Background: an optimization exercise with open tools, aiming at small area, a short achievable clock period and few clock cycles per item. Do not read the settings as production practice. In this exercise RTL edits were held to simulation tests only and were not proved equivalent to the original. Power is estimated from default activity; no workload was simulated.

$ cat config.mk
export PLATFORM = sky130hd
export DESIGN_NAME = kgroup_dot
export DESIGN_NICKNAME = kgroup_dot
export VERILOG_FILES = /design/flow/design.v
export SDC_FILE = /design/flow/constraint.sdc
export NUM_CORES = 4
export LEC_CHECK = 0
export CAP_MARGIN = 20
export CORE_MARGIN = 2
export CORE_UTILIZATION = 40
export PLACE_DENSITY = 0.6
export SLEW_MARGIN = 20
$ cat constraint.sdc
create_clock -name core_clock -period 14.0 [get_ports {clk}]
set_input_delay 2.8000 -clock core_clock [delete_from_list [all_inputs] [get_ports {clk}]]
set_output_delay 2.8000 -clock core_clock [all_outputs]
set_load 0.01 [all_outputs]
$ cat design.v
module kgroup_dot (
    input  wire        clk,
    input  wire        rst,
    input  wire        in_valid,
    output wire        in_ready,
    input  wire [15:0] in_a,
    input  wire [15:0] in_b,
    input  wire        in_a_fp16,
    input  wire        in_b_fp16,
    input  wire        in_narrow,
    output reg         out_valid,
    output reg  [31:0] out_result
);
    localparam integer W  = 55;    
    localparam integer CW = 6;     
    assign in_ready = 1'b1;
    function [W-1:0] rotl;
        input [W-1:0] x;
        input [5:0]   n;
        reg   [W-1:0] y;
        begin
            y = x;
            if (n[0]) y = {y[W-2:0], y[W-1]};
            if (n[1]) y = {y[W-3:0], y[W-1:W-2]};
            if (n[2]) y = {y[W-5:0], y[W-1:W-4]};
            if (n[3]) y = {y[W-9:0], y[W-1:W-8]};
            if (n[4]) y = {y[W-17:0], y[W-1:W-16]};
            if (n[5]) y = {y[W-33:0], y[W-1:W-32]};
            rotl = y;
        end
    endfunction
    reg  [4:0]  cnt;
    reg         g_afp, g_bfp, g_nar;           
    reg         r0_v, r0_first, r0_last;
    reg  [15:0] r0_a, r0_b;
    reg         r0_afp, r0_bfp, r0_nar;
    always @(posedge clk) begin
        if (rst) begin
            cnt  <= 5'd0;
            r0_v <= 1'b0;
        end else begin
            r0_v <= in_valid;
            if (in_valid) begin
                cnt <= cnt + 5'd1;
                if (cnt == 5'd0) begin
                    g_afp <= in_a_fp16;
                    g_bfp <= in_b_fp16;
                    g_nar <= in_narrow;
                end
            end
        end
        r0_a     <= in_a;
        r0_b     <= in_b;
        r0_first <= (cnt == 5'd0);
        r0_last  <= (cnt == 5'd31);
        r0_afp   <= (cnt == 5'd0) ? in_a_fp16 : g_afp;
        r0_bfp   <= (cnt == 5'd0) ? in_b_fp16 : g_bfp;
        r0_nar   <= (cnt == 5'd0) ? in_narrow : g_nar;
    end
    reg        a_nan, a_inf;
    reg [10:0] a_sig;
    reg signed [9:0] a_exp;
    reg        b_nan, b_inf;
    reg [10:0] b_sig;
    reg signed [9:0] b_exp;
    always @* begin
        if (r0_afp) begin
            a_nan  = (r0_a[14:10] == 5'h1f) && (r0_a[9:0] != 10'd0);
            a_inf  = (r0_a[14:10] == 5'h1f) && (r0_a[9:0] == 10'd0);
            a_sig  = {(r0_a[14:10] != 5'd0), r0_a[9:0]};
            a_exp  = (r0_a[14:10] != 5'd0) ? $signed({5'd0, r0_a[14:10]}) - 10'sd25 : -10'sd24;
        end else begin
            a_nan  = (r0_a[14:7] == 8'hff) && (r0_a[6:0] != 7'd0);
            a_inf  = (r0_a[14:7] == 8'hff) && (r0_a[6:0] == 7'd0);
            a_sig  = {(r0_a[14:7] != 8'd0), r0_a[6:0], 3'b000};
            a_exp  = (r0_a[14:7] != 8'd0) ? $signed({2'd0, r0_a[14:7]}) - 10'sd137 : -10'sd136;
        end
        if (r0_bfp) begin
            b_nan  = (r0_b[14:10] == 5'h1f) && (r0_b[9:0] != 10'd0);
            b_inf  = (r0_b[14:10] == 5'h1f) && (r0_b[9:0] == 10'd0);
            b_sig  = {(r0_b[14:10] != 5'd0), r0_b[9:0]};
            b_exp  = (r0_b[14:10] != 5'd0) ? $signed({5'd0, r0_b[14:10]}) - 10'sd25 : -10'sd24;
        end else begin
            b_nan  = (r0_b[14:7] == 8'hff) && (r0_b[6:0] != 7'd0);
            b_inf  = (r0_b[14:7] == 8'hff) && (r0_b[6:0] == 7'd0);
            b_sig  = {(r0_b[14:7] != 8'd0), r0_b[6:0], 3'b000};
            b_exp  = (r0_b[14:7] != 8'd0) ? $signed({2'd0, r0_b[14:7]}) - 10'sd137 : -10'sd136;
        end
    end
    wire a_zero = !a_nan && !a_inf && (a_sig == 11'd0);
    wire b_zero = !b_nan && !b_inf && (b_sig == 11'd0);
    reg [3:0] a_msb, a_lsb, b_msb, b_lsb;
    integer k;
    always @* begin
        a_msb = 4'd0; b_msb = 4'd0;
        for (k = 0; k < 11; k = k + 1) begin
            if (a_sig[k]) a_msb = k[3:0];
            if (b_sig[k]) b_msb = k[3:0];
        end
        a_lsb = 4'd0; b_lsb = 4'd0;
        for (k = 10; k >= 0; k = k - 1) begin
            if (a_sig[k]) a_lsb = k[3:0];
            if (b_sig[k]) b_lsb = k[3:0];
        end
    end
    wire [21:0] mr0, mr1;
    wire mp_1;
    assign mp_1 = a_sig[0] & b_sig[0];
    wire mp_2;
    assign mp_2 = a_sig[0] & b_sig[1];
    wire mp_3;
    assign mp_3 = a_sig[0] & b_sig[2];
    wire mp_4;
    assign mp_4 = a_sig[0] & b_sig[3];
    wire mp_5;
    assign mp_5 = a_sig[0] & b_sig[4];
    wire mp_6;
    assign mp_6 = a_sig[0] & b_sig[5];
    wire mp_7;
    assign mp_7 = a_sig[0] & b_sig[6];
    wire mp_8;
    assign mp_8 = a_sig[0] & b_sig[7];
    wire mp_9;
    assign mp_9 = a_sig[0] & b_sig[8];
    wire mp_10;
    assign mp_10 = a_sig[0] & b_sig[9];
    wire mp_11;
    assign mp_11 = a_sig[0] & b_sig[10];
    wire mp_12;
    assign mp_12 = a_sig[1] & b_sig[0];
    wire mp_13;
    assign mp_13 = a_sig[1] & b_sig[1];
    wire mp_14;
    assign mp_14 = a_sig[1] & b_sig[2];
    wire mp_15;
    assign mp_15 = a_sig[1] & b_sig[3];
    wire mp_16;
    assign mp_16 = a_sig[1] & b_sig[4];
    wire mp_17;
    assign mp_17 = a_sig[1] & b_sig[5];
    wire mp_18;
    assign mp_18 = a_sig[1] & b_sig[6];
    wire mp_19;
    assign mp_19 = a_sig[1] & b_sig[7];
    wire mp_20;
    assign mp_20 = a_sig[1] & b_sig[8];
    wire mp_21;
    assign mp_21 = a_sig[1] & b_sig[9];
    wire mp_22;
    assign mp_22 = a_sig[1] & b_sig[10];
    wire mp_23;
    assign mp_23 = a_sig[2] & b_sig[0];
    wire mp_24;
    assign mp_24 = a_sig[2] & b_sig[1];
    wire mp_25;
    assign mp_25 = a_sig[2] & b_sig[2];
    wire mp_26;
    assign mp_26 = a_sig[2] & b_sig[3];
    wire mp_27;
    assign mp_27 = a_sig[2] & b_sig[4];
    wire mp_28;
    assign mp_28 = a_sig[2] & b_sig[5];
    wire mp_29;
    assign mp_29 = a_sig[2] & b_sig[6];
    wire mp_30;
    assign mp_30 = a_sig[2] & b_sig[7];
    wire mp_31;
    assign mp_31 = a_sig[2] & b_sig[8];
    wire mp_32;
    assign mp_32 = a_sig[2] & b_sig[9];
    wire mp_33;
    assign mp_33 = a_sig[2] & b_sig[10];
    wire mp_34;
    assign mp_34 = a_sig[3] & b_sig[0];
    wire mp_35;
    assign mp_35 = a_sig[3] & b_sig[1];
    wire mp_36;
    assign mp_36 = a_sig[3] & b_sig[2];
    wire mp_37;
    assign mp_37 = a_sig[3] & b_sig[3];
    wire mp_38;
    assign mp_38 = a_sig[3] & b_sig[4];
    wire mp_39;
    assign mp_39 = a_sig[3] & b_sig[5];
    wire mp_40;
    assign mp_40 = a_sig[3] & b_sig[6];
    wire mp_41;
    assign mp_41 = a_sig[3] & b_sig[7];
    wire mp_42;
    assign mp_42 = a_sig[3] & b_sig[8];
    wire mp_43;
    assign mp_43 = a_sig[3] & b_sig[9];
    wire mp_44;
    assign mp_44 = a_sig[3] & b_sig[10];
    wire mp_45;
    assign mp_45 = a_sig[4] & b_sig[0];
    wire mp_46;
    assign mp_46 = a_sig[4] & b_sig[1];
    wire mp_47;
    assign mp_47 = a_sig[4] & b_sig[2];
    wire mp_48;
    assign mp_48 = a_sig[4] & b_sig[3];
    wire mp_49;
    assign mp_49 = a_sig[4] & b_sig[4];
    wire mp_50;
    assign mp_50 = a_sig[4] & b_sig[5];
    wire mp_51;
    assign mp_51 = a_sig[4] & b_sig[6];
    wire mp_52;
    assign mp_52 = a_sig[4] & b_sig[7];
    wire mp_53;
    assign mp_53 = a_sig[4] & b_sig[8];
    wire mp_54;
    assign mp_54 = a_sig[4] & b_sig[9];
    wire mp_55;
    assign mp_55 = a_sig[4] & b_sig[10];
    wire mp_56;
    assign mp_56 = a_sig[5] & b_sig[0];
    wire mp_57;
    assign mp_57 = a_sig[5] & b_sig[1];
    wire mp_58;
    assign mp_58 = a_sig[5] & b_sig[2];
    wire mp_59;
    assign mp_59 = a_sig[5] & b_sig[3];
    wire mp_60;
    assign mp_60 = a_sig[5] & b_sig[4];
    wire mp_61;
    assign mp_61 = a_sig[5] & b_sig[5];
    wire mp_62;
    assign mp_62 = a_sig[5] & b_sig[6];
    wire mp_63;
    assign mp_63 = a_sig[5] & b_sig[7];
    wire mp_64;
    assign mp_64 = a_sig[5] & b_sig[8];
    wire mp_65;
    assign mp_65 = a_sig[5] & b_sig[9];
    wire mp_66;
    assign mp_66 = a_sig[5] & b_sig[10];
    wire mp_67;
    assign mp_67 = a_sig[6] & b_sig[0];
    wire mp_68;
    assign mp_68 = a_sig[6] & b_sig[1];
    wire mp_69;
    assign mp_69 = a_sig[6] & b_sig[2];
    wire mp_70;
    assign mp_70 = a_sig[6] & b_sig[3];
    wire mp_71;
    assign mp_71 = a_sig[6] & b_sig[4];
    wire mp_72;
    assign mp_72 = a_sig[6] & b_sig[5];
    wire mp_73;
    assign mp_73 = a_sig[6] & b_sig[6];
    wire mp_74;
    assign mp_74 = a_sig[6] & b_sig[7];
    wire mp_75;
    assign mp_75 = a_sig[6] & b_sig[8];
    wire mp_76;
    assign mp_76 = a_sig[6] & b_sig[9];
    wire mp_77;
    assign mp_77 = a_sig[6] & b_sig[10];
    wire mp_78;
    assign mp_78 = a_sig[7] & b_sig[0];
    wire mp_79;
    assign mp_79 = a_sig[7] & b_sig[1];
    wire mp_80;
    assign mp_80 = a_sig[7] & b_sig[2];
    wire mp_81;
    assign mp_81 = a_sig[7] & b_sig[3];
    wire mp_82;
    assign mp_82 = a_sig[7] & b_sig[4];
    wire mp_83;
    assign mp_83 = a_sig[7] & b_sig[5];
    wire mp_84;
    assign mp_84 = a_sig[7] & b_sig[6];
    wire mp_85;
    assign mp_85 = a_sig[7] & b_sig[7];
    wire mp_86;
    assign mp_86 = a_sig[7] & b_sig[8];
    wire mp_87;
    assign mp_87 = a_sig[7] & b_sig[9];
    wire mp_88;
    assign mp_88 = a_sig[7] & b_sig[10];
    wire mp_89;
    assign mp_89 = a_sig[8] & b_sig[0];
    wire mp_90;
    assign mp_90 = a_sig[8] & b_sig[1];
    wire mp_91;
    assign mp_91 = a_sig[8] & b_sig[2];
    wire mp_92;
    assign mp_92 = a_sig[8] & b_sig[3];
    wire mp_93;
    assign mp_93 = a_sig[8] & b_sig[4];
    wire mp_94;
    assign mp_94 = a_sig[8] & b_sig[5];
    wire mp_95;
    assign mp_95 = a_sig[8] & b_sig[6];
    wire mp_96;
    assign mp_96 = a_sig[8] & b_sig[7];
    wire mp_97;
    assign mp_97 = a_sig[8] & b_sig[8];
    wire mp_98;
    assign mp_98 = a_sig[8] & b_sig[9];
    wire mp_99;
    assign mp_99 = a_sig[8] & b_sig[10];
    wire mp_100;
    assign mp_100 = a_sig[9] & b_sig[0];
    wire mp_101;
    assign mp_101 = a_sig[9] & b_sig[1];
    wire mp_102;
    assign mp_102 = a_sig[9] & b_sig[2];
    wire mp_103;
    assign mp_103 = a_sig[9] & b_sig[3];
    wire mp_104;
    assign mp_104 = a_sig[9] & b_sig[4];
    wire mp_105;
    assign mp_105 = a_sig[9] & b_sig[5];
    wire mp_106;
    assign mp_106 = a_sig[9] & b_sig[6];
    wire mp_107;
    assign mp_107 = a_sig[9] & b_sig[7];
    wire mp_108;
    assign mp_108 = a_sig[9] & b_sig[8];
    wire mp_109;
    assign mp_109 = a_sig[9] & b_sig[9];
    wire mp_110;
    assign mp_110 = a_sig[9] & b_sig[10];
    wire mp_111;
    assign mp_111 = a_sig[10] & b_sig[0];
    wire mp_112;
    assign mp_112 = a_sig[10] & b_sig[1];
    wire mp_113;
    assign mp_113 = a_sig[10] & b_sig[2];
    wire mp_114;
    assign mp_114 = a_sig[10] & b_sig[3];
    wire mp_115;
    assign mp_115 = a_sig[10] & b_sig[4];
    wire mp_116;
    assign mp_116 = a_sig[10] & b_sig[5];
    wire mp_117;
    assign mp_117 = a_sig[10] & b_sig[6];
    wire mp_118;
    assign mp_118 = a_sig[10] & b_sig[7];
    wire mp_119;
    assign mp_119 = a_sig[10] & b_sig[8];
    wire mp_120;
    assign mp_120 = a_sig[10] & b_sig[9];
    wire mp_121;
    assign mp_121 = a_sig[10] & b_sig[10];
    wire mp_122;
    wire mp_123;
    assign mp_122 = mp_10 ^ mp_20;
    assign mp_123 = mp_10 & mp_20;
    wire mp_124;
    wire mp_125;
    assign mp_124 = mp_11 ^ mp_21 ^ mp_31;
    assign mp_125 = (mp_11 & mp_21) | (mp_11 & mp_31) | (mp_21 & mp_31);
    wire mp_126;
    wire mp_127;
    assign mp_126 = mp_41 ^ mp_51;
    assign mp_127 = mp_41 & mp_51;
    wire mp_128;
    wire mp_129;
    assign mp_128 = mp_22 ^ mp_32 ^ mp_42;
    assign mp_129 = (mp_22 & mp_32) | (mp_22 & mp_42) | (mp_32 & mp_42);
    wire mp_130;
    wire mp_131;
    assign mp_130 = mp_52 ^ mp_62;
    assign mp_131 = mp_52 & mp_62;
    wire mp_132;
    wire mp_133;
    assign mp_132 = mp_33 ^ mp_43 ^ mp_53;
    assign mp_133 = (mp_33 & mp_43) | (mp_33 & mp_53) | (mp_43 & mp_53);
    wire mp_134;
    wire mp_135;
    assign mp_134 = mp_7 ^ mp_17;
    assign mp_135 = mp_7 & mp_17;
    wire mp_136;
    wire mp_137;
    assign mp_136 = mp_8 ^ mp_18 ^ mp_28;
    assign mp_137 = (mp_8 & mp_18) | (mp_8 & mp_28) | (mp_18 & mp_28);
    wire mp_138;
    wire mp_139;
    assign mp_138 = mp_38 ^ mp_48;
    assign mp_139 = mp_38 & mp_48;
    wire mp_140;
    wire mp_141;
    assign mp_140 = mp_9 ^ mp_19 ^ mp_29;
    assign mp_141 = (mp_9 & mp_19) | (mp_9 & mp_29) | (mp_19 & mp_29);
    wire mp_142;
    wire mp_143;
    assign mp_142 = mp_39 ^ mp_49 ^ mp_59;
    assign mp_143 = (mp_39 & mp_49) | (mp_39 & mp_59) | (mp_49 & mp_59);
    wire mp_144;
    wire mp_145;
    assign mp_144 = mp_69 ^ mp_79;
    assign mp_145 = mp_69 & mp_79;
    wire mp_146;
    wire mp_147;
    assign mp_146 = mp_122 ^ mp_30 ^ mp_40;
    assign mp_147 = (mp_122 & mp_30) | (mp_122 & mp_40) | (mp_30 & mp_40);
    wire mp_148;
    wire mp_149;
    assign mp_148 = mp_50 ^ mp_60 ^ mp_70;
    assign mp_149 = (mp_50 & mp_60) | (mp_50 & mp_70) | (mp_60 & mp_70);
    wire mp_150;
    wire mp_151;
    assign mp_150 = mp_80 ^ mp_90 ^ mp_100;
    assign mp_151 = (mp_80 & mp_90) | (mp_80 & mp_100) | (mp_90 & mp_100);
    wire mp_152;
    wire mp_153;
    assign mp_152 = mp_123 ^ mp_124 ^ mp_126;
    assign mp_153 = (mp_123 & mp_124) | (mp_123 & mp_126) | (mp_124 & mp_126);
    wire mp_154;
    wire mp_155;
    assign mp_154 = mp_61 ^ mp_71 ^ mp_81;
    assign mp_155 = (mp_61 & mp_71) | (mp_61 & mp_81) | (mp_71 & mp_81);
    wire mp_156;
    wire mp_157;
    assign mp_156 = mp_91 ^ mp_101 ^ mp_111;
    assign mp_157 = (mp_91 & mp_101) | (mp_91 & mp_111) | (mp_101 & mp_111);
    wire mp_158;
    wire mp_159;
    assign mp_158 = mp_125 ^ mp_127 ^ mp_128;
    assign mp_159 = (mp_125 & mp_127) | (mp_125 & mp_128) | (mp_127 & mp_128);
    wire mp_160;
    wire mp_161;
    assign mp_160 = mp_130 ^ mp_72 ^ mp_82;
    assign mp_161 = (mp_130 & mp_72) | (mp_130 & mp_82) | (mp_72 & mp_82);
    wire mp_162;
    wire mp_163;
    assign mp_162 = mp_92 ^ mp_102 ^ mp_112;
    assign mp_163 = (mp_92 & mp_102) | (mp_92 & mp_112) | (mp_102 & mp_112);
    wire mp_164;
    wire mp_165;
    assign mp_164 = mp_129 ^ mp_131 ^ mp_132;
    assign mp_165 = (mp_129 & mp_131) | (mp_129 & mp_132) | (mp_131 & mp_132);
    wire mp_166;
    wire mp_167;
    assign mp_166 = mp_63 ^ mp_73 ^ mp_83;
    assign mp_167 = (mp_63 & mp_73) | (mp_63 & mp_83) | (mp_73 & mp_83);
    wire mp_168;
    wire mp_169;
    assign mp_168 = mp_93 ^ mp_103 ^ mp_113;
    assign mp_169 = (mp_93 & mp_103) | (mp_93 & mp_113) | (mp_103 & mp_113);
    wire mp_170;
    wire mp_171;
    assign mp_170 = mp_133 ^ mp_44 ^ mp_54;
    assign mp_171 = (mp_133 & mp_44) | (mp_133 & mp_54) | (mp_44 & mp_54);
    wire mp_172;
    wire mp_173;
    assign mp_172 = mp_64 ^ mp_74 ^ mp_84;
    assign mp_173 = (mp_64 & mp_74) | (mp_64 & mp_84) | (mp_74 & mp_84);
    wire mp_174;
    wire mp_175;
    assign mp_174 = mp_94 ^ mp_104 ^ mp_114;
    assign mp_175 = (mp_94 & mp_104) | (mp_94 & mp_114) | (mp_104 & mp_114);
    wire mp_176;
    wire mp_177;
    assign mp_176 = mp_55 ^ mp_65 ^ mp_75;
    assign mp_177 = (mp_55 & mp_65) | (mp_55 & mp_75) | (mp_65 & mp_75);
    wire mp_178;
    wire mp_179;
    assign mp_178 = mp_85 ^ mp_95 ^ mp_105;
    assign mp_179 = (mp_85 & mp_95) | (mp_85 & mp_105) | (mp_95 & mp_105);
    wire mp_180;
    wire mp_181;
    assign mp_180 = mp_66 ^ mp_76 ^ mp_86;
    assign mp_181 = (mp_66 & mp_76) | (mp_66 & mp_86) | (mp_76 & mp_86);
    wire mp_182;
    wire mp_183;
    assign mp_182 = mp_5 ^ mp_15;
    assign mp_183 = mp_5 & mp_15;
    wire mp_184;
    wire mp_185;
    assign mp_184 = mp_6 ^ mp_16 ^ mp_26;
    assign mp_185 = (mp_6 & mp_16) | (mp_6 & mp_26) | (mp_16 & mp_26);
    wire mp_186;
    wire mp_187;
    assign mp_186 = mp_36 ^ mp_46;
    assign mp_187 = mp_36 & mp_46;
    wire mp_188;
    wire mp_189;
    assign mp_188 = mp_134 ^ mp_27 ^ mp_37;
    assign mp_189 = (mp_134 & mp_27) | (mp_134 & mp_37) | (mp_27 & mp_37);
    wire mp_190;
    wire mp_191;
    assign mp_190 = mp_47 ^ mp_57 ^ mp_67;
    assign mp_191 = (mp_47 & mp_57) | (mp_47 & mp_67) | (mp_57 & mp_67);
    wire mp_192;
    wire mp_193;
    assign mp_192 = mp_135 ^ mp_136 ^ mp_138;
    assign mp_193 = (mp_135 & mp_136) | (mp_135 & mp_138) | (mp_136 & mp_138);
    wire mp_194;
    wire mp_195;
    assign mp_194 = mp_58 ^ mp_68 ^ mp_78;
    assign mp_195 = (mp_58 & mp_68) | (mp_58 & mp_78) | (mp_68 & mp_78);
    wire mp_196;
    wire mp_197;
    assign mp_196 = mp_137 ^ mp_139 ^ mp_140;
    assign mp_197 = (mp_137 & mp_139) | (mp_137 & mp_140) | (mp_139 & mp_140);
    wire mp_198;
    wire mp_199;
    assign mp_198 = mp_142 ^ mp_144 ^ mp_89;
    assign mp_199 = (mp_142 & mp_144) | (mp_142 & mp_89) | (mp_144 & mp_89);
    wire mp_200;
    wire mp_201;
    assign mp_200 = mp_141 ^ mp_143 ^ mp_145;
    assign mp_201 = (mp_141 & mp_143) | (mp_141 & mp_145) | (mp_143 & mp_145);
    wire mp_202;
    wire mp_203;
    assign mp_202 = mp_146 ^ mp_148 ^ mp_150;
    assign mp_203 = (mp_146 & mp_148) | (mp_146 & mp_150) | (mp_148 & mp_150);
    wire mp_204;
    wire mp_205;
    assign mp_204 = mp_147 ^ mp_149 ^ mp_151;
    assign mp_205 = (mp_147 & mp_149) | (mp_147 & mp_151) | (mp_149 & mp_151);
    wire mp_206;
    wire mp_207;
    assign mp_206 = mp_152 ^ mp_154 ^ mp_156;
    assign mp_207 = (mp_152 & mp_154) | (mp_152 & mp_156) | (mp_154 & mp_156);
    wire mp_208;
    wire mp_209;
    assign mp_208 = mp_153 ^ mp_155 ^ mp_157;
    assign mp_209 = (mp_153 & mp_155) | (mp_153 & mp_157) | (mp_155 & mp_157);
    wire mp_210;
    wire mp_211;
    assign mp_210 = mp_158 ^ mp_160 ^ mp_162;
    assign mp_211 = (mp_158 & mp_160) | (mp_158 & mp_162) | (mp_160 & mp_162);
    wire mp_212;
    wire mp_213;
    assign mp_212 = mp_159 ^ mp_161 ^ mp_163;
    assign mp_213 = (mp_159 & mp_161) | (mp_159 & mp_163) | (mp_161 & mp_163);
    wire mp_214;
    wire mp_215;
    assign mp_214 = mp_164 ^ mp_166 ^ mp_168;
    assign mp_215 = (mp_164 & mp_166) | (mp_164 & mp_168) | (mp_166 & mp_168);
    wire mp_216;
    wire mp_217;
    assign mp_216 = mp_165 ^ mp_167 ^ mp_169;
    assign mp_217 = (mp_165 & mp_167) | (mp_165 & mp_169) | (mp_167 & mp_169);
    wire mp_218;
    wire mp_219;
    assign mp_218 = mp_170 ^ mp_172 ^ mp_174;
    assign mp_219 = (mp_170 & mp_172) | (mp_170 & mp_174) | (mp_172 & mp_174);
    wire mp_220;
    wire mp_221;
    assign mp_220 = mp_171 ^ mp_173 ^ mp_175;
    assign mp_221 = (mp_171 & mp_173) | (mp_171 & mp_175) | (mp_173 & mp_175);
    wire mp_222;
    wire mp_223;
    assign mp_222 = mp_176 ^ mp_178 ^ mp_115;
    assign mp_223 = (mp_176 & mp_178) | (mp_176 & mp_115) | (mp_178 & mp_115);
    wire mp_224;
    wire mp_225;
    assign mp_224 = mp_177 ^ mp_179 ^ mp_180;
    assign mp_225 = (mp_177 & mp_179) | (mp_177 & mp_180) | (mp_179 & mp_180);
    wire mp_226;
    wire mp_227;
    assign mp_226 = mp_96 ^ mp_106 ^ mp_116;
    assign mp_227 = (mp_96 & mp_106) | (mp_96 & mp_116) | (mp_106 & mp_116);
    wire mp_228;
    wire mp_229;
    assign mp_228 = mp_181 ^ mp_77 ^ mp_87;
    assign mp_229 = (mp_181 & mp_77) | (mp_181 & mp_87) | (mp_77 & mp_87);
    wire mp_230;
    wire mp_231;
    assign mp_230 = mp_97 ^ mp_107 ^ mp_117;
    assign mp_231 = (mp_97 & mp_107) | (mp_97 & mp_117) | (mp_107 & mp_117);
    wire mp_232;
    wire mp_233;
    assign mp_232 = mp_88 ^ mp_98 ^ mp_108;
    assign mp_233 = (mp_88 & mp_98) | (mp_88 & mp_108) | (mp_98 & mp_108);
    wire mp_234;
    wire mp_235;
    assign mp_234 = mp_4 ^ mp_14;
    assign mp_235 = mp_4 & mp_14;
    wire mp_236;
    wire mp_237;
    assign mp_236 = mp_182 ^ mp_25 ^ mp_35;
    assign mp_237 = (mp_182 & mp_25) | (mp_182 & mp_35) | (mp_25 & mp_35);
    wire mp_238;
    wire mp_239;
    assign mp_238 = mp_183 ^ mp_184 ^ mp_186;
    assign mp_239 = (mp_183 & mp_184) | (mp_183 & mp_186) | (mp_184 & mp_186);
    wire mp_240;
    wire mp_241;
    assign mp_240 = mp_185 ^ mp_187 ^ mp_188;
    assign mp_241 = (mp_185 & mp_187) | (mp_185 & mp_188) | (mp_187 & mp_188);
    wire mp_242;
    wire mp_243;
    assign mp_242 = mp_189 ^ mp_191 ^ mp_192;
    assign mp_243 = (mp_189 & mp_191) | (mp_189 & mp_192) | (mp_191 & mp_192);
    wire mp_244;
    wire mp_245;
    assign mp_244 = mp_193 ^ mp_195 ^ mp_196;
    assign mp_245 = (mp_193 & mp_195) | (mp_193 & mp_196) | (mp_195 & mp_196);
    wire mp_246;
    wire mp_247;
    assign mp_246 = mp_197 ^ mp_199 ^ mp_200;
    assign mp_247 = (mp_197 & mp_199) | (mp_197 & mp_200) | (mp_199 & mp_200);
    wire mp_248;
    wire mp_249;
    assign mp_248 = mp_201 ^ mp_203 ^ mp_204;
    assign mp_249 = (mp_201 & mp_203) | (mp_201 & mp_204) | (mp_203 & mp_204);
    wire mp_250;
    wire mp_251;
    assign mp_250 = mp_205 ^ mp_207 ^ mp_208;
    assign mp_251 = (mp_205 & mp_207) | (mp_205 & mp_208) | (mp_207 & mp_208);
    wire mp_252;
    wire mp_253;
    assign mp_252 = mp_209 ^ mp_211 ^ mp_212;
    assign mp_253 = (mp_209 & mp_211) | (mp_209 & mp_212) | (mp_211 & mp_212);
    wire mp_254;
    wire mp_255;
    assign mp_254 = mp_213 ^ mp_215 ^ mp_216;
    assign mp_255 = (mp_213 & mp_215) | (mp_213 & mp_216) | (mp_215 & mp_216);
    wire mp_256;
    wire mp_257;
    assign mp_256 = mp_217 ^ mp_219 ^ mp_220;
    assign mp_257 = (mp_217 & mp_219) | (mp_217 & mp_220) | (mp_219 & mp_220);
    wire mp_258;
    wire mp_259;
    assign mp_258 = mp_221 ^ mp_223 ^ mp_224;
    assign mp_259 = (mp_221 & mp_223) | (mp_221 & mp_224) | (mp_223 & mp_224);
    wire mp_260;
    wire mp_261;
    assign mp_260 = mp_225 ^ mp_227 ^ mp_228;
    assign mp_261 = (mp_225 & mp_227) | (mp_225 & mp_228) | (mp_227 & mp_228);
    wire mp_262;
    wire mp_263;
    assign mp_262 = mp_229 ^ mp_231 ^ mp_232;
    assign mp_263 = (mp_229 & mp_231) | (mp_229 & mp_232) | (mp_231 & mp_232);
    wire mp_264;
    wire mp_265;
    assign mp_264 = mp_233 ^ mp_99 ^ mp_109;
    assign mp_265 = (mp_233 & mp_99) | (mp_233 & mp_109) | (mp_99 & mp_109);
    wire mp_266;
    wire mp_267;
    assign mp_266 = mp_3 ^ mp_13;
    assign mp_267 = mp_3 & mp_13;
    wire mp_268;
    wire mp_269;
    assign mp_268 = mp_234 ^ mp_24 ^ mp_34;
    assign mp_269 = (mp_234 & mp_24) | (mp_234 & mp_34) | (mp_24 & mp_34);
    wire mp_270;
    wire mp_271;
    assign mp_270 = mp_235 ^ mp_236 ^ mp_45;
    assign mp_271 = (mp_235 & mp_236) | (mp_235 & mp_45) | (mp_236 & mp_45);
    wire mp_272;
    wire mp_273;
    assign mp_272 = mp_237 ^ mp_238 ^ mp_56;
    assign mp_273 = (mp_237 & mp_238) | (mp_237 & mp_56) | (mp_238 & mp_56);
    wire mp_274;
    wire mp_275;
    assign mp_274 = mp_239 ^ mp_240 ^ mp_190;
    assign mp_275 = (mp_239 & mp_240) | (mp_239 & mp_190) | (mp_240 & mp_190);
    wire mp_276;
    wire mp_277;
    assign mp_276 = mp_241 ^ mp_242 ^ mp_194;
    assign mp_277 = (mp_241 & mp_242) | (mp_241 & mp_194) | (mp_242 & mp_194);
    wire mp_278;
    wire mp_279;
    assign mp_278 = mp_243 ^ mp_244 ^ mp_198;
    assign mp_279 = (mp_243 & mp_244) | (mp_243 & mp_198) | (mp_244 & mp_198);
    wire mp_280;
    wire mp_281;
    assign mp_280 = mp_245 ^ mp_246 ^ mp_202;
    assign mp_281 = (mp_245 & mp_246) | (mp_245 & mp_202) | (mp_246 & mp_202);
    wire mp_282;
    wire mp_283;
    assign mp_282 = mp_247 ^ mp_248 ^ mp_206;
    assign mp_283 = (mp_247 & mp_248) | (mp_247 & mp_206) | (mp_248 & mp_206);
    wire mp_284;
    wire mp_285;
    assign mp_284 = mp_249 ^ mp_250 ^ mp_210;
    assign mp_285 = (mp_249 & mp_250) | (mp_249 & mp_210) | (mp_250 & mp_210);
    wire mp_286;
    wire mp_287;
    assign mp_286 = mp_251 ^ mp_252 ^ mp_214;
    assign mp_287 = (mp_251 & mp_252) | (mp_251 & mp_214) | (mp_252 & mp_214);
    wire mp_288;
    wire mp_289;
    assign mp_288 = mp_253 ^ mp_254 ^ mp_218;
    assign mp_289 = (mp_253 & mp_254) | (mp_253 & mp_218) | (mp_254 & mp_218);
    wire mp_290;
    wire mp_291;
    assign mp_290 = mp_255 ^ mp_256 ^ mp_222;
    assign mp_291 = (mp_255 & mp_256) | (mp_255 & mp_222) | (mp_256 & mp_222);
    wire mp_292;
    wire mp_293;
    assign mp_292 = mp_257 ^ mp_258 ^ mp_226;
    assign mp_293 = (mp_257 & mp_258) | (mp_257 & mp_226) | (mp_258 & mp_226);
    wire mp_294;
    wire mp_295;
    assign mp_294 = mp_259 ^ mp_260 ^ mp_230;
    assign mp_295 = (mp_259 & mp_260) | (mp_259 & mp_230) | (mp_260 & mp_230);
    wire mp_296;
    wire mp_297;
    assign mp_296 = mp_261 ^ mp_262 ^ mp_118;
    assign mp_297 = (mp_261 & mp_262) | (mp_261 & mp_118) | (mp_262 & mp_118);
    wire mp_298;
    wire mp_299;
    assign mp_298 = mp_263 ^ mp_264 ^ mp_119;
    assign mp_299 = (mp_263 & mp_264) | (mp_263 & mp_119) | (mp_264 & mp_119);
    wire mp_300;
    wire mp_301;
    assign mp_300 = mp_265 ^ mp_110 ^ mp_120;
    assign mp_301 = (mp_265 & mp_110) | (mp_265 & mp_120) | (mp_110 & mp_120);
    assign mr0[0] = mp_1;
    assign mr1[0] = 1'b0;
    assign mr0[1] = mp_2;
    assign mr1[1] = mp_12;
    assign mr0[2] = mp_266;
    assign mr1[2] = mp_23;
    assign mr0[3] = mp_267;
    assign mr1[3] = mp_268;
    assign mr0[4] = mp_269;
    assign mr1[4] = mp_270;
    assign mr0[5] = mp_271;
    assign mr1[5] = mp_272;
    assign mr0[6] = mp_273;
    assign mr1[6] = mp_274;
    assign mr0[7] = mp_275;
    assign mr1[7] = mp_276;
    assign mr0[8] = mp_277;
    assign mr1[8] = mp_278;
    assign mr0[9] = mp_279;
    assign mr1[9] = mp_280;
    assign mr0[10] = mp_281;
    assign mr1[10] = mp_282;
    assign mr0[11] = mp_283;
    assign mr1[11] = mp_284;
    assign mr0[12] = mp_285;
    assign mr1[12] = mp_286;
    assign mr0[13] = mp_287;
    assign mr1[13] = mp_288;
    assign mr0[14] = mp_289;
    assign mr1[14] = mp_290;
    assign mr0[15] = mp_291;
    assign mr1[15] = mp_292;
    assign mr0[16] = mp_293;
    assign mr1[16] = mp_294;
    assign mr0[17] = mp_295;
    assign mr1[17] = mp_296;
    assign mr0[18] = mp_297;
    assign mr1[18] = mp_298;
    assign mr0[19] = mp_299;
    assign mr1[19] = mp_300;
    assign mr0[20] = mp_301;
    assign mr1[20] = mp_121;
    assign mr0[21] = 1'b0;
    assign mr1[21] = 1'b0;
    wire signed [9:0] p_exp = a_exp + b_exp;
    reg         r1_v, r1_first, r1_last, r1_nar;
    reg  [21:0] r1_m0, r1_m1;
    reg  signed [9:0]  r1_exp;
    reg  signed [10:0] r1_eab, r1_low;
    reg  [4:0]  r1_mbit;
    reg         r1_sign, r1_nan, r1_inf, r1_nz, r1_zero;
    always @(posedge clk) begin
        if (rst) r1_v <= 1'b0;
        else     r1_v <= r0_v;
        r1_first <= r0_first;
        r1_last  <= r0_last;
        r1_nar   <= r0_nar;
        r1_m0    <= mr0;
        r1_m1    <= mr1;
        r1_exp   <= p_exp;
        r1_eab   <= $signed({p_exp[9], p_exp}) + $signed({7'd0, a_msb}) + $signed({7'd0, b_msb});
        r1_low   <= $signed({p_exp[9], p_exp}) + $signed({7'd0, a_lsb}) + $signed({7'd0, b_lsb});
        r1_mbit  <= {1'b0, a_msb} + {1'b0, b_msb} + 5'd1;
        r1_sign  <= r0_a[15] ^ r0_b[15];
        r1_nan   <= a_nan || b_nan || (a_inf && b_zero) || (b_inf && a_zero);
        r1_inf   <= !a_nan && !b_nan && (a_inf || b_inf) && !(a_inf && b_zero) && !(b_inf && a_zero);
        r1_nz    <= !a_nan && !b_nan && !a_inf && !b_inf && !a_zero && !b_zero;
        r1_zero  <= !a_nan && !b_nan && !a_inf && !b_inf && (a_zero || b_zero);
    end
    wire [21:0] p_sig = r1_m0 + r1_m1;
    wire        p_top = p_sig[r1_mbit];               
    wire signed [10:0] eab1 = r1_eab + 11'sd1;
    reg         r2_v, r2_first, r2_last, r2_nar;
    reg  [21:0] r2_sig;
    reg  signed [10:0] r2_pe48;
    reg  signed [10:0] r2_log2, r2_low;
    reg  [5:0]  r2_snew;
    reg         r2_sign, r2_nan, r2_inf, r2_nz, r2_zero;
    always @(posedge clk) begin
        if (rst) r2_v <= 1'b0;
        else     r2_v <= r1_v;
        r2_first <= r1_first;
        r2_last  <= r1_last;
        r2_nar   <= r1_nar;
        r2_sig   <= p_sig;
        r2_pe48  <= $signed({r1_exp[9], r1_exp}) + 11'sd48;
        r2_log2  <= p_top ? eab1 : r1_eab;
        r2_snew  <= 6'd49 - {1'b0, r1_mbit} - {5'd0, p_top};
        r2_low   <= r1_low;
        r2_sign  <= r1_sign;
        r2_nan   <= r1_nan;
        r2_inf   <= r1_inf;
        r2_nz    <= r1_nz;
        r2_zero  <= r1_zero;
    end
    reg         any_nan, any_pinf, any_ninf, any_nz, all_negzero;
    reg  signed [10:0] emax, min_low;
    reg  [5:0]  ptr;
    wire        nz_prev  = r2_first ? 1'b0 : any_nz;
    wire signed [11:0] dlt = $signed({r2_log2[10], r2_log2}) - $signed({emax[10], emax});
    wire        newmax   = r2_nz && (!nz_prev || (dlt > 12'sd0));
    wire        clr_all  = r2_nz && (!nz_prev || (dlt > 12'sd48));
    wire signed [10:0] emax_n = newmax ? r2_log2 : emax;
    wire [6:0]  ptr_sum  = {1'b0, ptr} + {1'b0, dlt[5:0]};
    wire [6:0]  ptr_sub  = ptr_sum - W;
    wire [5:0]  ptr_n    = clr_all ? 6'd0 : !newmax ? ptr :
                           (ptr_sub[6] ? ptr_sum[5:0] : ptr_sub[5:0]);
    wire signed [10:0] min_low_n = (r2_nz && (!nz_prev || (r2_low < min_low))) ? r2_low : min_low;
    wire signed [11:0] sold = $signed({r2_pe48[10], r2_pe48}) - $signed({emax[10], emax});
    wire signed [11:0] spos = newmax ? $signed({6'd0, r2_snew}) : sold;
    wire any_nan_n     = (r2_first ? 1'b0 : any_nan)  || r2_nan;
    wire any_pinf_n    = (r2_first ? 1'b0 : any_pinf) || (r2_inf && !r2_sign);
    wire any_ninf_n    = (r2_first ? 1'b0 : any_ninf) || (r2_inf && r2_sign);
    wire any_nz_n      = nz_prev || r2_nz;
    wire all_negzero_n = (r2_first ? 1'b1 : all_negzero) && r2_zero && r2_sign;
    reg         r3_v, r3_last, r3_nz, r3_sign;
    reg  [21:0] r3_sig;
    reg  signed [11:0] r3_spos;
    reg  [5:0]  r3_ptr, r3_mstart;
    reg  [5:0]  r3_mlen;               
    reg         c_nar, c_nan, c_pinf, c_ninf, c_nz, c_negzero;
    reg  signed [10:0] c_emax, c_min_low;
    reg  [5:0]  c_ptr;
    always @(posedge clk) begin
        if (rst) r3_v <= 1'b0;
        else     r3_v <= r2_v;
        if (r2_v) begin
            any_nan     <= any_nan_n;
            any_pinf    <= any_pinf_n;
            any_ninf    <= any_ninf_n;
            any_nz      <= any_nz_n;
            all_negzero <= all_negzero_n;
            emax        <= emax_n;
            min_low     <= min_low_n;
            ptr         <= ptr_n;
        end
        if (r2_v && r2_last) begin
            c_nar     <= r2_nar;
            c_nan     <= any_nan_n;
            c_pinf    <= any_pinf_n;
            c_ninf    <= any_ninf_n;
            c_nz      <= any_nz_n;
            c_negzero <= all_negzero_n;
            c_emax    <= emax_n;
            c_min_low <= min_low_n;
            c_ptr     <= ptr_n;
        end
        r3_last   <= r2_last;
        r3_nz     <= r2_v && r2_nz;
        r3_sign   <= r2_sign;
        r3_sig    <= r2_sig;
        r3_spos   <= spos;
        r3_ptr    <= ptr_n;
        r3_mstart <= ptr;
        r3_mlen   <= !r2_v ? 6'd0 : clr_all ? W[5:0] : (newmax ? dlt[5:0] : 6'd0);
    end
    wire        s_neg = r3_spos[11];
    wire [11:0] s_rsh = -r3_spos;
    wire [21:0] v_dr  = (s_rsh > 12'd21) ? 22'd0 : (r3_sig >> s_rsh[4:0]);
    wire [21:0] v_in  = !r3_nz ? 22'd0 : (s_neg ? v_dr : r3_sig);
    wire [5:0]  a_off = s_neg ? 6'd0 : r3_spos[5:0];
    wire [6:0]  rot_s = {1'b0, r3_ptr} + {1'b0, a_off};
    wire [6:0]  rot_d = rot_s - W;
    wire [5:0]  rot   = rot_d[6] ? rot_s[5:0] : rot_d[5:0];
    wire [6:0]  m_end_s = {1'b0, r3_mstart} + {1'b0, r3_mlen};
    wire [6:0]  m_end_d = m_end_s - W;
    reg          r4_v, r4_last, r4_neg;
    reg  [W-1:0] r4_vec;
    reg  [5:0]   r4_mstart, r4_mend;
    reg          r4_mwrap, r4_mall;
    always @(posedge clk) begin
        if (rst) r4_v <= 1'b0;
        else     r4_v <= r3_v;
        r4_last   <= r3_last;
        r4_neg    <= r3_sign;
        r4_vec    <= rotl({{(W-22){1'b0}}, v_in}, rot);
        r4_mstart <= r3_mstart;
        r4_mend   <= m_end_d[6] ? m_end_s[5:0] : m_end_d[5:0];
        r4_mwrap  <= !m_end_d[6];
        r4_mall   <= (r3_mlen >= W);
    end
    reg  [W-1:0] keep;
    integer c;
    always @* begin
        for (c = 0; c < W; c = c + 1) begin
            if (r4_mall)
                keep[c] = 1'b0;
            else if (r4_mwrap)
                keep[c] = (c < r4_mstart) && (c >= r4_mend);
            else
                keep[c] = (c < r4_mstart) || (c >= r4_mend);
        end
    end
    wire          cnt_en = r4_v && !r4_last;
    reg  [CW-1:0] col [0:W-1];
    reg  [CW-1:0] xcol [0:W-1];
    reg  [CW-1:0] ncol [0:W-1];
    reg  [CW:0]   tg;
    integer i, b;
    always @* begin
        for (i = 0; i < W; i = i + 1) begin
            xcol[i] = keep[i] ? col[i] : {CW{1'b0}};
            tg[0] = cnt_en && r4_vec[i];
            for (b = 0; b < CW; b = b + 1) begin
                ncol[i][b] = xcol[i][b] ^ tg[b];
                tg[b+1]    = tg[b] && (xcol[i][b] ^ r4_neg);
            end
        end
    end
    always @(posedge clk)
        for (i = 0; i < W; i = i + 1)
            col[i] <= ncol[i];
    reg [W-1:0] pl [0:CW];
    integer j;
    always @* begin
        for (j = 0; j < CW; j = j + 1)
            for (i = 0; i < W; i = i + 1)
                pl[j][(i + j) % W] = xcol[i][j];
        pl[CW-1] = ~pl[CW-1];      
        pl[CW]   = r4_neg ? ~r4_vec : r4_vec;
    end
    function [2*W-1:0] csa;         
        input [W-1:0] x, y, z;
        reg   [W-1:0] s, m;
        begin
            s = x ^ y ^ z;
            m = (x & y) | (x & z) | (y & z);
            csa = {m[W-2:0], m[W-1], s};
        end
    endfunction
    wire [2*W-1:0] l1a = csa(pl[0], pl[1], pl[2]);
    wire [2*W-1:0] l1b = csa(pl[3], pl[4], pl[5]);
    wire [2*W-1:0] l2a = csa(l1a[W-1:0], l1a[2*W-1:W], l1b[W-1:0]);
    wire [2*W-1:0] l2b = csa(l1b[2*W-1:W], pl[6], l2a[W-1:0]);
    wire [2*W-1:0] l3  = csa(l2a[2*W-1:W], l2b[W-1:0], l2b[2*W-1:W]);
    reg          q1_v;
    reg  [W-1:0] q1_x, q1_y;
    always @(posedge clk) begin
        if (rst) q1_v <= 1'b0;
        else     q1_v <= r4_v && r4_last;
        q1_x <= l3[W-1:0];
        q1_y <= l3[2*W-1:W];
    end
    reg [W-1:0] eg, ep, sg, sp;
    reg [W-1:0] sum_eac;
    integer lv, bi;
    always @* begin
        sg = q1_x & q1_y;
        sp = q1_x ^ q1_y;
        eg = sg;
        ep = sp;
        for (lv = 0; lv < 6; lv = lv + 1)
            for (bi = W - 1; bi >= 0; bi = bi - 1)
                if (((bi >> lv) & 1) == 1 && ((bi >> lv) << lv) - 1 >= 0) begin
                    eg[bi] = eg[bi] | (ep[bi] & eg[((bi >> lv) << lv) - 1]);
                    ep[bi] = ep[bi] & ep[((bi >> lv) << lv) - 1];
                end
        for (bi = 0; bi < W; bi = bi + 1)
            if (bi == 0)
                sum_eac[bi] = sp[bi] ^ eg[W-1];
            else
                sum_eac[bi] = sp[bi] ^ (eg[bi-1] | (ep[bi-1] & eg[W-1]));
    end
    reg          q2_v;
    reg  [W-1:0] q2_s;
    always @(posedge clk) begin
        if (rst) q2_v <= 1'b0;
        else     q2_v <= q1_v;
        q2_s <= sum_eac;
    end
    wire [W-1:0] t_oc = rotl(q2_s, (c_ptr == 6'd0) ? 6'd0 : W[5:0] - c_ptr);
    wire signed [11:0] zu_v = (c_nar ? -12'sd62 : -12'sd78) - $signed({c_emax[10], c_emax});
    reg          q3_v, q3_neg, q3_sticky;
    reg  [W-2:0] q3_mag;
    reg  signed [11:0] q3_zu;
    reg  [6:0]   q3_zuc;
    always @(posedge clk) begin
        if (rst) q3_v <= 1'b0;
        else     q3_v <= q2_v;
        q3_neg    <= t_oc[W-1];
        q3_mag    <= t_oc[W-1] ? ~t_oc[W-2:0] : t_oc[W-2:0];
        q3_sticky <= (c_min_low < c_emax - 11'sd48);
        q3_zu     <= zu_v;
        q3_zuc    <= (zu_v > 12'sd78) ? 7'd78 : zu_v[6:0];
    end
    reg [5:0] t_msb;
    always @* begin
        t_msb = 6'd0;
        for (j = 0; j < W-1; j = j + 1)
            if (q3_mag[j]) t_msb = j[5:0];
    end
    wire        [6:0]  m_u = {1'b0, t_msb} + (c_nar ? 7'd16 : 7'd0);
    wire signed [11:0] d_u = $signed({5'd0, m_u}) - q3_zu;
    wire               d_pos = !d_u[11] && (d_u != 12'sd0);
    reg          q4_v, q4_neg, q4_zero, q4_sticky;
    reg  [W-2:0] q4_mag;
    reg  [6:0]   q4_u;
    reg  [9:0]   q4_field;
    always @(posedge clk) begin
        if (rst) q4_v <= 1'b0;
        else     q4_v <= q3_v;
        q4_neg    <= q3_neg;
        q4_zero   <= (q3_mag == {(W-1){1'b0}});
        q4_sticky <= q3_sticky;
        q4_mag    <= q3_mag;
        q4_u      <= d_pos ? m_u : q3_zuc;
        q4_field  <= d_pos ? d_u[9:0] : 10'd0;
    end
    wire [W+22:0] ext  = {1'b0, q4_mag, 23'd0};
    wire [W+22:0] shr  = ext >> q4_u;
    wire          g_bit = (q4_u == 7'd0) ? 1'b0 : ext[q4_u - 7'd1];
    reg           rest;
    always @* begin
        rest = 1'b0;
        for (j = 0; j < W-1; j = j + 1)
            if (j + 24 < q4_u && q4_mag[j]) rest = 1'b1;
    end
    reg        q5_v, q5_neg, q5_zero, q5_sticky;
    reg [25:0] k_kept;
    reg        k_guard, k_rest;
    reg [9:0]  k_field;
    always @(posedge clk) begin
        if (rst) q5_v <= 1'b0;
        else     q5_v <= q4_v;
        q5_neg    <= q4_neg;
        q5_zero   <= q4_zero;
        q5_sticky <= q4_sticky;
        k_kept    <= shr[25:0];
        k_guard   <= g_bit;
        k_rest    <= rest;
        k_field   <= q4_field;
    end
    wire [32:0] pre  = {7'd0, k_kept} + (c_nar ? {16'd0, k_field, 7'd0} : {k_field, 23'd0});
    reg        q6_v, q6_neg, q6_zero, q6_up;
    reg [32:0] q6_pre;
    always @(posedge clk) begin
        if (rst) q6_v <= 1'b0;
        else     q6_v <= q5_v;
        q6_neg  <= q5_neg;
        q6_zero <= q5_zero;
        q6_up   <= k_guard && (k_rest || q5_sticky || k_kept[0]);
        q6_pre  <= pre;
    end
    wire        narrow = c_nar;
    wire [32:0] lim  = narrow ? 33'h0_0000_7f80 : 33'h0_7f80_0000;
    wire [30:0] bits = q6_pre[30:0] + {30'd0, q6_up};
    wire        ovf  = (q6_pre >= lim) || (q6_up && (q6_pre == lim - 33'd1));
    reg [31:0] rnd_result;
    always @* begin
        if (c_nan || (c_pinf && c_ninf))
            rnd_result = narrow ? 32'h0000_7fc0 : 32'h7fc0_0000;
        else if (c_pinf)
            rnd_result = narrow ? 32'h0000_7f80 : 32'h7f80_0000;
        else if (c_ninf)
            rnd_result = narrow ? 32'h0000_ff80 : 32'hff80_0000;
        else if (!c_nz)
            rnd_result = c_negzero ? (narrow ? 32'h0000_8000 : 32'h8000_0000) : 32'd0;
        else if (q6_zero)
            rnd_result = 32'd0;
        else if (ovf)
            rnd_result = narrow ? {16'd0, q6_neg, 15'h7f80} : {q6_neg, 31'h7f80_0000};
        else
            rnd_result = narrow ? {16'd0, q6_neg, bits[14:0]} : {q6_neg, bits[30:0]};
    end
    always @(posedge clk) begin
        if (rst) out_valid <= 1'b0;
        else     out_valid <= q6_v;
        out_result <= rnd_result;
    end
endmodule
$ cat run.sh
#!/bin/bash
# synth_recipe.tcl (not shown) runs the flow's synth.tcl, then flattens the netlist and writes it again
# the make line also repeats each setting of config.mk as NAME=value (left out here)
make -C /OpenROAD-flow-scripts/flow DESIGN_CONFIG=/design/flow/config.mk WORK_HOME=/design/flow/orfs CLKGATE_MAP_FILE= SYNTH_SCRIPT=/design/flow/synth_recipe.tcl finish
==> run notes <==
## power breakdown
part           internal (mW)  switching [mW]  total (mW)  leakage [nW]
logic                   2.90            4.79        7.70          20.3
registers               4.17           0.733        4.90          9.63
clock network           2.11            1.45        3.56          2.20
## layout make-up
cell class	instances	area, µm²	area share [%]
Clock buffer	182	3680	4.71
Multi-Input combinational cell	5630	43700	55.9
Timing Repair Buffer	129	1180	1.51
Tap cell	2340	2930	3.74
Sequential cell	1158	23900	30.6
Clock inverter	56	806	1.03
Inverter	532	2000	2.55
## registers in the layout, indices dropped and copies added (netlist names), 16 cells and up
register	cells
col	330
k_kept	26
out_result	32
q1_x	55
q1_y	55
q2_s	55
q3_mag	54
q4_mag	54
q6_pre	33
r0_a	16
r0_b	16
r1_m0	21
r1_m1	20
r2_sig	22
r3_sig	22
r4_vec	55
## synthesized netlist by cell type, types with 32 or more instances
cell      number  area (µm²)
dfxtp_1     1088       21800
nand2_1      762        2860
nor2_1       656        2460
inv_1        528        1980
xor2_1       402        3520
mux2i_1      389        3890
fa_1         376        7530
a21oi_1      367        1840
xnor2_1      356        3120
o21ai_0      347        1740
ha_1         242        3030
clkbuf_1     238         893
nand3_1      232        1160
nor3_1       123         616
and2_1       113         707
mux4_2        99        2230
or3_1         85         532
a21o_1        81         608
nor2b_1       73         457
edfxtp_1      70        2100
mux2_2        67         754
a31oi_1       57         357
o31ai_1       57         428
o22ai_1       56         350
a211oi_1      53         398
or2_2         51         319
and3_1        45         282
maj3_1        44         440
buf_1         40         150
nand2b_1      38         238
nor3b_1       34         255
o21a_1        34         255
o21bai_1      32         240
## layer usage
layer / global-route usage [%] / vias up / routed length (µm)
li1: - / 26100 / -
met1: 29.3 / 26500 / 89600
met2: 33.3 / 1283 / 86000
met3: 2.91 / 290 / 8960
met4: 6.49 / 0 / 5360
met5: 0 / - / 0
## per-stage QoR
| step | total power, mW | instance area, µm² | hold WS (ns) | utilization [%] |
|---|---|---|---|---|
| 2_1_floorplan | 10.2 | 70800 | 0.310 | - |
| 3_3_place_gp | 12.5 | 73600 | 0.311 | 41.8 |
| 3_5_place_dp | 12.5 | 73700 | 0.312 | 41.8 |
| 4_1_cts | 16.2 | 78100 | 0.312 | 44.4 |
| 5_1_grt | 17.2 | 78200 | 0.316 | 44.4 |
| 6_report | 16.2 | 78200 | 0.316 | 44.4 |
## logic make-up (layout without fill, tap and decap cells)
group	count (synthesis)	after routing	share of synthesized area [%]
compound gates	1329	1329	11.8
simple gates	2324	2324	15.1
fa+ha+maj	662	662	15.5
mux	556	556	9.73
other cells	1	1	0.00530
buf+inv	854	899	4.71
xor+xnor	758	758	9.37
flops	1158	1158	33.7
## path summary, 6_finish.rpt
path / from / endpoint / depth (start not counted)
max reg2reg: r3_spos[11]$_SDFF_PP0_ / r4_vec[7]$_DFF_P_ / 14
min reg2reg: r1_nar$_DFF_P_ / r2_nar$_DFF_P_ / 0
min: r1_nar$_DFF_P_ / r2_nar$_DFF_P_ / 0
max: r3_spos[11]$_SDFF_PP0_ / r4_vec[7]$_DFF_P_ / 14
==> results.toml <==
[clock_network]
ctsHoldBuffers = 0
numCtsBuffers = 131
root_buffer = "clkbuf_16"
clock_latency_ns = 0.79
clk_path_buf_depth = 3
cts_sinks = 1158
cts_max_level = 4
cts_resized = 0
postCtsSetupRepairBufs = 0
path_clk_slew_ns = 0.06
cts_tree = "yes"

[yosys]
synth_cells = 7642
synth_edf_count = 70
synth.distinct_cells = 97
synth_seq_area_share_pct = 33.7
async_flop_share_pct = 0
synth_nets = 8298
synth_top_flop_cell = "dfxtp_1"
yosysWarnings = 5
synth.cell_area_mm2 = 0.0708
avgSynthCellArea_um2 = 9.27
ys_ff_latch = 1158

[setup_path]
path_class = "register to register"
slowest_stage = "dfxtp_1"
cp-end-kind = "register"
critPathBufInv = 0
cp_data_required_time_ns = 14.65
critPathLaunchType = "register"
r2r_slack_ns = 8.30
crit_fanout = 33
worstPathCellList = "nor2_1 -> ha_1 -> fa_1 -> nand3_1 -> nand2_1 -> xor2_1 -> a32oi_1 -> nor2_2 -> mux2i_1 -> o22ai_1 -> o21ai_0 -> mux2i_1 -> a22oi_1 -> o21ai_0"
cp.arrival_ns = 6.35
cp_top_family = "compound AO/OA/AOI/OAI gates"
crit_path_max_incr_delay_ns = 0.97

[power]
ir_drop_mv = 0.352
cellPowerDensity_mw_per_mm2 = 207
leakage_nw = 32.2

[sta]
setup_viol = 0
setup_tns_ns = 0
finalHoldViolCount = 0
slew_viol_final = 0
max_freq_ghz = 0.175
period_share_pct = 40.7
layout_min_cycle_time_ns = 5.70
rsz0062_at_grt = "no"
relSlewSlack_pct = 22.7
tightestPinTransition_ns = 1.13
clock_skew_ns = 0.0265
setup_ws_ns = 8.30

[floorplan]
fp.dieW_um = 425
floorplan.initialDensity_pct = 40.2
io_pins = 72
dieArea_mm2 = 0.180
coreArea_mm2 = 0.176
die_y_um = 425
rows = 154

[min_path]
min-delay-path-class = "register to register"

[route]
drt-pass1-iter-count = 6
drt_iter0_markers = 4151
viasPerCell = 5.40
wl_per_cell_um = 18.9
ant_nets = 0
routed_wl_um = 190000
vias = 54100
drc_errors = 0

[global_routing]
grt_start_max_net_pins = 155
grt_pass1_wl_um = 300000
track_usage_pct = 20.9
antenna_found_initial = 1
grt_pass1_vias = 52900
overflow = 0

[final_layout]
synthToLayoutAreaGrowth_pct = 10.4
final_cell_mix = "dfxtp_1, nand2_1, nor2_1"
layoutNonFillerInstCount = 10000
fillCellCount = 16900
antenna_cells = 0
final_common_cell = "dfxtp_1"
nNetsFinal = 8238
drive_gt1_share_pct = 6.89

[placed_design]
place_congestion = 0.937
dp.cells = 9787
port-buffer-count = 70
dp.final_hpwl_um = 146000
place_ws_ns = 8.43

[run]
cap_violations = 0

[status]
status = "timing/DRC/antenna clean"
Testbench counts, summed over its fixed seeds: cycles 10,336, items 320.

## static timing again, ports no longer ideal
The results above use ideal ports. As a check the final layout listed here was re-extracted and re-timed, cells and wires unchanged. Step 1: set_driving_cell puts a clkbuf_16 on clk and a buf_2 on each other input, an assumption about the parent block. Step 2 moves the port delays by t, midway between the first and last clock arrival at a register: inputs arrive t later, outputs are due t later. That takes back most of the time a late clock gives input paths. a / b / c = ideal ports / drivers / drivers and shift; a / b = the first two.
shift t [ns]: 0.863
slack for setup (ns): 8.299 / 8.299 / 8.299
worst setup path at the end: register to register
clock arrival spread, ns: 0.029 / 0.029
worst slew at a driven data input, ns: 0.04
After both steps this run still meets setup and hold. For this run, drivers alone change the setup slack by 0.000 ns; drivers and shift together by 0.000 ns.
